This is an optimization exercise on Yosys and OpenROAD, whose aim is small area, not a production implementation.
Function was checked by simulation only, so behaviour that the tests miss may differ from the original.
Power figures rest on the tool's default switching activity, not on a simulated workload.

==> flow/design.v <==
module sastrugi_unit (
    input  wire        clk,
    input  wire        rst,
    input  wire        cfg_we,
    input  wire [4:0]  cfg_shift,
    input  wire        smp_valid,
    input  wire [63:0] smp_value,
    input  wire        cap_req,
    input  wire        cap_clear,
    output wire        cap_busy,
    input  wire [4:0]  rd_sel,
    output reg  [63:0] rd_data
);
    integer i;
    reg [4:0]  shift;
    reg [3:0]  phase;        
    reg [3:0]  cap_cnt;      
    reg        cap_valid;    
    assign cap_busy = (cap_cnt != 4'd0);
    wire take     = cap_req && !cap_busy;
    wire count_it = smp_valid && !cfg_we;
    wire restart  = cfg_we || (take && cap_clear);
    wire cap_act  = take || cap_busy;
    always @(posedge clk) begin
        phase <= phase + 4'd1;
        if (rst) begin
            shift     <= 5'd0;
            cap_cnt   <= 4'd0;
            cap_valid <= 1'b0;
        end else begin
            if (cfg_we)
                shift <= cfg_shift;
            if (take) begin
                cap_cnt   <= 4'd1;
                cap_valid <= 1'b1;
            end else if (cap_busy)
                cap_cnt <= cap_cnt + 4'd1;
        end
    end
    function [4:0] bin_of;
        input [63:0] v;
        input [4:0]  s;
        integer      n;
        reg   [6:0]  top;      
        reg   [6:0]  b;
        begin
            top = 7'd0;
            for (n = 0; n < 64; n = n + 1)
                if (v[n])
                    top = n + 1;
            if (top <= {2'b00, s})
                b = 7'd0;
            else
                b = top - {2'b00, s};
            bin_of = (b > 7'd31) ? 5'd31 : b[4:0];
        end
    endfunction
    wire [4:0] smp_bin = bin_of(smp_value, shift);
    reg [15:0] h_v, h_r, h_l;
    reg [3:0]  h_d [0:15];
    always @(posedge clk) begin
        h_v <= {h_v[14:0], !rst && count_it};
        h_r <= {h_r[14:0], rst || restart};
        h_l <= {h_l[14:0], smp_bin[0]};
        h_d[0] <= smp_bin[4:1] - phase;
        for (i = 1; i < 16; i = i + 1)
            h_d[i] <= h_d[i-1];
    end
    reg [15:0] hit, pre, m_all, z;
    always @(*) begin
        for (i = 0; i < 16; i = i + 1) begin
            hit[i] = h_v[i] && (h_d[i] == ((i + 1) & 15));
            pre[i] = (i >= cap_cnt);
        end
        m_all[0] = 1'b1;
        z[0]     = 1'b1;
        for (i = 1; i < 16; i = i + 1) begin
            m_all[i] = m_all[i-1] && !h_r[i-1];
            z[i]     = z[i-1] && !(h_r[i-1] && pre[i-1]);
        end
    end
    wire [15:0] m_pre = pre & z;
    function [4:0] pop16;
        input [15:0] x;
        integer k;
        begin
            pop16 = 5'd0;
            for (k = 0; k < 16; k = k + 1)
                pop16 = pop16 + {4'd0, x[k]};
        end
    endfunction
    wire [4:0] n_all0 = pop16(hit & ~h_l & m_all);
    wire [4:0] n_all1 = pop16(hit &  h_l & m_all);
    wire [4:0] n_pre0 = pop16(hit & ~h_l & m_pre);
    wire [4:0] n_pre1 = pop16(hit &  h_l & m_pre);
    wire       st_all = |h_r;            
    wire       st_pre = |(h_r & pre);    
    reg [63:0] ring  [0:15];     
    reg [63:0] cring [0:15];     
    function [31:0] sat_add;
        input [31:0] a;
        input [4:0]  n;
        input        z;
        reg   [5:0]  lo;
        reg   [27:0] hi;
        begin
            lo = {1'b0, a[4:0] & {5{~z}}} + {1'b0, n};
            hi = {1'b0, a[31:5] & {27{~z}}} + {27'd0, lo[5]};
            sat_add = {hi[26:0], lo[4:0]} | {32{hi[27]}};
        end
    endfunction
    always @(posedge clk) begin
        for (i = 0; i < 15; i = i + 1) begin
            ring[i]  <= ring[i+1];
            cring[i] <= cring[i+1];
        end
        ring[15]  <= {sat_add(ring[0][63:32], n_all1, st_all), sat_add(ring[0][31:0], n_all0, st_all)};
        cring[15] <= cap_act ? {sat_add(ring[0][63:32], n_pre1, st_pre), sat_add(ring[0][31:0], n_pre0, st_pre)}
                             : cring[0];
    end
    reg [47:0] count;
    reg [63:0] sum;
    reg [63:0] vmin;
    reg [63:0] vmax;
    reg        empty;        
    reg [47:0] cap_count;
    reg [63:0] cap_sum;
    reg [63:0] cap_min;
    reg [63:0] cap_max;
    reg        cap_empty;
    wire        e       = empty || restart;      
    wire [63:0] addend  = count_it ? smp_value : 64'd0;
    wire [64:0] sum_add = {1'b0, e ? 64'd0 : sum} + {1'b0, addend};
    wire [48:0] cnt_add = {1'b0, e ? 48'd0 : count} + {48'd0, count_it};
    always @(posedge clk) begin
        if (rst)
            empty <= 1'b1;
        else if (restart || count_it)
            empty <= !count_it;
        count <= cnt_add[48] ? {48{1'b1}} : cnt_add[47:0];
        sum   <= sum_add[64] ? {64{1'b1}} : sum_add[63:0];
        if (count_it) begin
            if (e || smp_value < vmin)
                vmin <= smp_value;
            if (e || smp_value > vmax)
                vmax <= smp_value;
        end
    end
    always @(posedge clk) begin
        if (take) begin
            cap_count <= count;
            cap_sum   <= sum;
            cap_min   <= vmin;
            cap_max   <= vmax;
            cap_empty <= empty;
        end
    end
    wire [3:0] slot = rd_sel[3:0] - phase;
    always @(*) begin
        rd_data = 64'd0;
        for (i = 0; i < 16; i = i + 1)
            if (cap_valid && !rd_sel[4] && slot == i)
                rd_data = rd_data | cring[i];
        if (cap_valid && rd_sel == 5'd16)
            rd_data = rd_data | cap_min | {64{cap_empty}};
        if (cap_valid && !cap_empty && rd_sel == 5'd17)
            rd_data = rd_data | cap_max;
        if (cap_valid && !cap_empty && rd_sel == 5'd18)
            rd_data = rd_data | {16'd0, cap_count};
        if (cap_valid && !cap_empty && rd_sel == 5'd19)
            rd_data = rd_data | cap_sum;
    end
endmodule
export LEC_CHECK = 0
export CAP_MARGIN = 20
export CORE_MARGIN = 2
export CORE_UTILIZATION = 60
export PLACE_DENSITY = 0.75
export SLEW_MARGIN = 20
create_clock -name core_clock -period 14.0 [get_ports {clk}]
standard.sh (not shown) runs the stock make flow with config.mk's settings and CLKGATE_MAP_FILE= SYNTH_SCRIPT=/design/flow/synth_recipe.tcl, a recipe that flattens the netlist after the stock synthesis.
==> flow/flow/run.sh <==
#!/bin/bash
# The standard layout (standard.sh) with three changes:
#  - synthesis maps logic with an area-oriented ABC script (flow/my_synth.tcl);
#  - clock tree synthesis inserts no dummy loads;
#  - port buffers use the smallest buffer cell.
# Each tool's output stays in the ORFS logs under orfs/logs; make's own output
# goes to standard_flow.log here.
set -euo pipefail
export FLOW_WORK="$PWD"
export FLOW_ABC_SCRIPT="$PWD/flow/area.abc"
sed "s#SYNTH_SCRIPT=[^ ]*#SYNTH_SCRIPT=$PWD/flow/my_synth.tcl#" standard.sh > my_standard.sh
grep -q "SYNTH_SCRIPT=$PWD/flow/my_synth.tcl" my_standard.sh
export CTS_ARGS="-sink_clustering_enable -repair_clock_nets -buf_list sky130_fd_sc_hd__clkbuf_16 -sink_clustering_size 26 -sink_clustering_max_diameter 70 -dont_use_dummy_load"
export BUFFER_PORTS_ARGS="-buffer_cell sky130_fd_sc_hd__buf_1"
bash my_standard.sh finish > standard_flow.log 2>&1
==> flow/flow/area.abc <==
&get -n
&st
&dch -f
&nf -R 1000 -p -F 8 -A 4
&st
&syn2
&if -g -K 6
&synch2
&nf -R 1000 -p -F 8 -A 4
&st
&dch -f
&nf -R 1000 -p -F 8 -A 4
&st
&dch -f
&nf -R 1000 -p -F 8 -A 4
&put
topo
stime -c
dnsize -c
==> flow/flow/my_synth.tcl <==
# The standard flow's synthesis (synth_recipe.tcl, unchanged) with one difference: ABC maps the
# combinational logic with flow/area.abc, an area-oriented script, instead of
# ORFS's delay-oriented abc_speed.script. Registers are not touched by ABC.
proc abc {args} {
  set i [lsearch -exact $args -script]
  if {$i >= 0} { lset args [expr {$i + 1}] $::env(FLOW_ABC_SCRIPT) }
  yosys abc {*}$args
}
source $::env(FLOW_WORK)/synth_recipe.tcl
Change:
--- a/flow/flow/run.sh
+++ b/flow/flow/run.sh
@@ -13 +13 @@
-export CTS_ARGS="-sink_clustering_enable -repair_clock_nets -buf_list sky130_fd_sc_hd__clkbuf_16 -sink_clustering_size 26 -sink_clustering_max_diameter 70 -dont_use_dummy_load"
+export CTS_ARGS="-sink_clustering_enable -repair_clock_nets -buf_list sky130_fd_sc_hd__clkbuf_16 -sink_clustering_size 30 -sink_clustering_max_diameter 70 -dont_use_dummy_load"
--- a/flow/flow/area.abc
+++ b/flow/flow/area.abc
@@ -15,0 +16,7 @@
+&st
+&syn2
+&dch -f
+&nf -R 1000 -p -F 8 -A 4
+&st
+&dch -f
+&nf -R 1000 -p -F 8 -A 4
--- a/flow/config.mk
+++ b/flow/config.mk
@@ -8 +8 @@
-export CAP_MARGIN = 20
+export CAP_MARGIN = 10
@@ -12 +12 @@
-export SLEW_MARGIN = 20
+export SLEW_MARGIN = 10
Wire length falls by 3.6%.
Worst setup slack loses 490 ps.
Cell count decreases by 1.0%.
Clock power fell by 7.8%.
Utilization went down by 0.43 points.
Cell area decreases by 0.92%.
Change:
--- a/flow/flow/run.sh
+++ b/flow/flow/run.sh
@@ -13 +13 @@
-export CTS_ARGS="-sink_clustering_enable -repair_clock_nets -buf_list sky130_fd_sc_hd__clkbuf_16 -sink_clustering_size 30 -sink_clustering_max_diameter 70 -dont_use_dummy_load"
+export CTS_ARGS="-sink_clustering_enable -repair_clock_nets -buf_list sky130_fd_sc_hd__clkbuf_8 -sink_clustering_size 18 -sink_clustering_max_diameter 50 -dont_use_dummy_load"
Result:
- core utilization falls by 0.17 points
- final cell count rose by 1.0%
- maximum frequency goes up by 2.3%
- count of clock-buffer cells in the layout rises by 75
- clock power came out lower by 6.2%
- via count goes up by 0.64%
- area after synthesis is unchanged
- final area stays flat

---

Another version of the RTL of sastrugi_unit (not shown whole).
For scale: ~5,800 cells after synthesis, roughly 2,700 flip-flops, roughly 150 I/O pins.
clock: 14.0 ns
lec_check: 0
cap_margin: 10
core_margin: 2
core_utilization: 75
place_density: 0.85
slew_margin: 10
==> flow/flow/run.sh <==
#!/bin/bash
# The standard layout (standard.sh) with three changes:
#  - synthesis maps logic with an area-oriented ABC script (flow/my_synth.tcl);
#  - clock tree synthesis inserts no dummy loads;
#  - port buffers use the smallest buffer cell.
# Each tool's output stays in the ORFS logs under orfs/logs; make's own output
# goes to standard_flow.log here.
set -euo pipefail
export FLOW_WORK="$PWD"
export FLOW_ABC_SCRIPT="$PWD/flow/area.abc"
sed "s#SYNTH_SCRIPT=[^ ]*#SYNTH_SCRIPT=$PWD/flow/my_synth.tcl#" standard.sh > my_standard.sh
grep -q "SYNTH_SCRIPT=$PWD/flow/my_synth.tcl" my_standard.sh
export CTS_ARGS="-sink_clustering_enable -repair_clock_nets -buf_list sky130_fd_sc_hd__clkbuf_8 -sink_clustering_size 20 -sink_clustering_max_diameter 45 -dont_use_dummy_load"
export BUFFER_PORTS_ARGS="-buffer_cell sky130_fd_sc_hd__buf_1"
bash my_standard.sh finish > standard_flow.log 2>&1
==> flow/flow/area.abc <==
&get -n
&st
&dch -f
&nf -R 1000 -p -F 8 -A 4
&st
&syn2
&if -g -K 6
&synch2
&nf -R 1000 -p -F 8 -A 4
&st
&dch -f
&nf -R 1000 -p -F 8 -A 4
&st
&dch -f
&nf -R 1000 -p -F 8 -A 4
&st
&syn2
&dch -f
&nf -R 1000 -p -F 8 -A 4
&st
&dch -f
&nf -R 1000 -p -F 8 -A 4
&put
topo
stime -c
dnsize -c
Scripts as last shown in full above: flow/flow/my_synth.tcl
The first run produced a clean layout.
Next try:
--- a/flow/flow/run.sh
+++ b/flow/flow/run.sh
@@ -11,5 +11,5 @@
 sed "s#SYNTH_SCRIPT=[^ ]*#SYNTH_SCRIPT=$PWD/flow/my_synth.tcl#" standard.sh > my_standard.sh
 grep -q "SYNTH_SCRIPT=$PWD/flow/my_synth.tcl" my_standard.sh
-export CTS_ARGS="-sink_clustering_enable -repair_clock_nets -buf_list sky130_fd_sc_hd__clkbuf_8 -sink_clustering_size 20 -sink_clustering_max_diameter 45 -dont_use_dummy_load"
+export CTS_ARGS="-sink_clustering_enable -repair_clock_nets -buf_list sky130_fd_sc_hd__clkbuf_8 -sink_clustering_size 18 -sink_clustering_max_diameter 50 -dont_use_dummy_load"
 export BUFFER_PORTS_ARGS="-buffer_cell sky130_fd_sc_hd__buf_1"
 bash my_standard.sh finish > standard_flow.log 2>&1
--- a/flow/config.mk
+++ b/flow/config.mk
@@ -8,5 +8,5 @@
 export CAP_MARGIN = 10
 export CORE_MARGIN = 2
-export CORE_UTILIZATION = 75
-export PLACE_DENSITY = 0.85
+export CORE_UTILIZATION = 60
+export PLACE_DENSITY = 0.75
 export SLEW_MARGIN = 10
After rerunning:
- clock power is about the same
- design area came out higher slightly
- global-route usage came out lower by 7.1 points
- combinational power stays flat
Next try:
--- a/flow/config.mk
+++ b/flow/config.mk
@@ -6,7 +6,7 @@
 export NUM_CORES = 4
 export LEC_CHECK = 0
-export CAP_MARGIN = 10
+export CAP_MARGIN = 5
 export CORE_MARGIN = 2
 export CORE_UTILIZATION = 60
 export PLACE_DENSITY = 0.75
-export SLEW_MARGIN = 10
+export SLEW_MARGIN = 5
Effect:
- The changed run completed without violations
- die area is unchanged
- clock power is about the same
- worst setup slack stays the same
- clock-buffer cell count stays the same
- worst hold slack stays the same
- via count stays the same

## static timing again, ports no longer ideal
In the flow no input, the clock included, has a driving cell. The finished layouts below were timed again as built, in two steps. Step 1, drivers: a clkbuf_16 drives clk and a buf_2 each remaining input, both assumed. Step 2 adds t to the input delays and takes it off the output delays; t is the mean of the earliest and latest rising clock arrival at the registers after step 1. Input paths then give back, and output paths get back, about the clock's delay inside the block. a / b / c = no drivers / after step 1 / after step 2; a / b = the first two.
run | shift t [ns] | setup slack, ns | slew at the worst register clock pin (ns) | cell pins on the clock port's net
the first run of note 1 | 0.826 | 3.914 / 3.963 / 3.137 | 0.10 / 0.10 | 1
the second run of note 1 | 0.785 | 3.425 / 3.465 / 2.680 | 0.11 / 0.11 | 1
the third run of note 1 | 0.973 | 3.658 / 3.697 / 2.724 | 0.11 / 0.11 | 1
the first run of note 2 | 0.947 | 2.842 / 2.902 / 1.956 | 0.12 / 0.12 | 1
the second run of note 2 | 0.990 | 2.997 / 3.048 / 2.058 | 0.11 / 0.11 | 1
the third run of note 2 | 0.990 | 2.997 / 3.048 / 2.058 | 0.11 / 0.11 | 1
After both steps setup and hold are still met in every run listed.
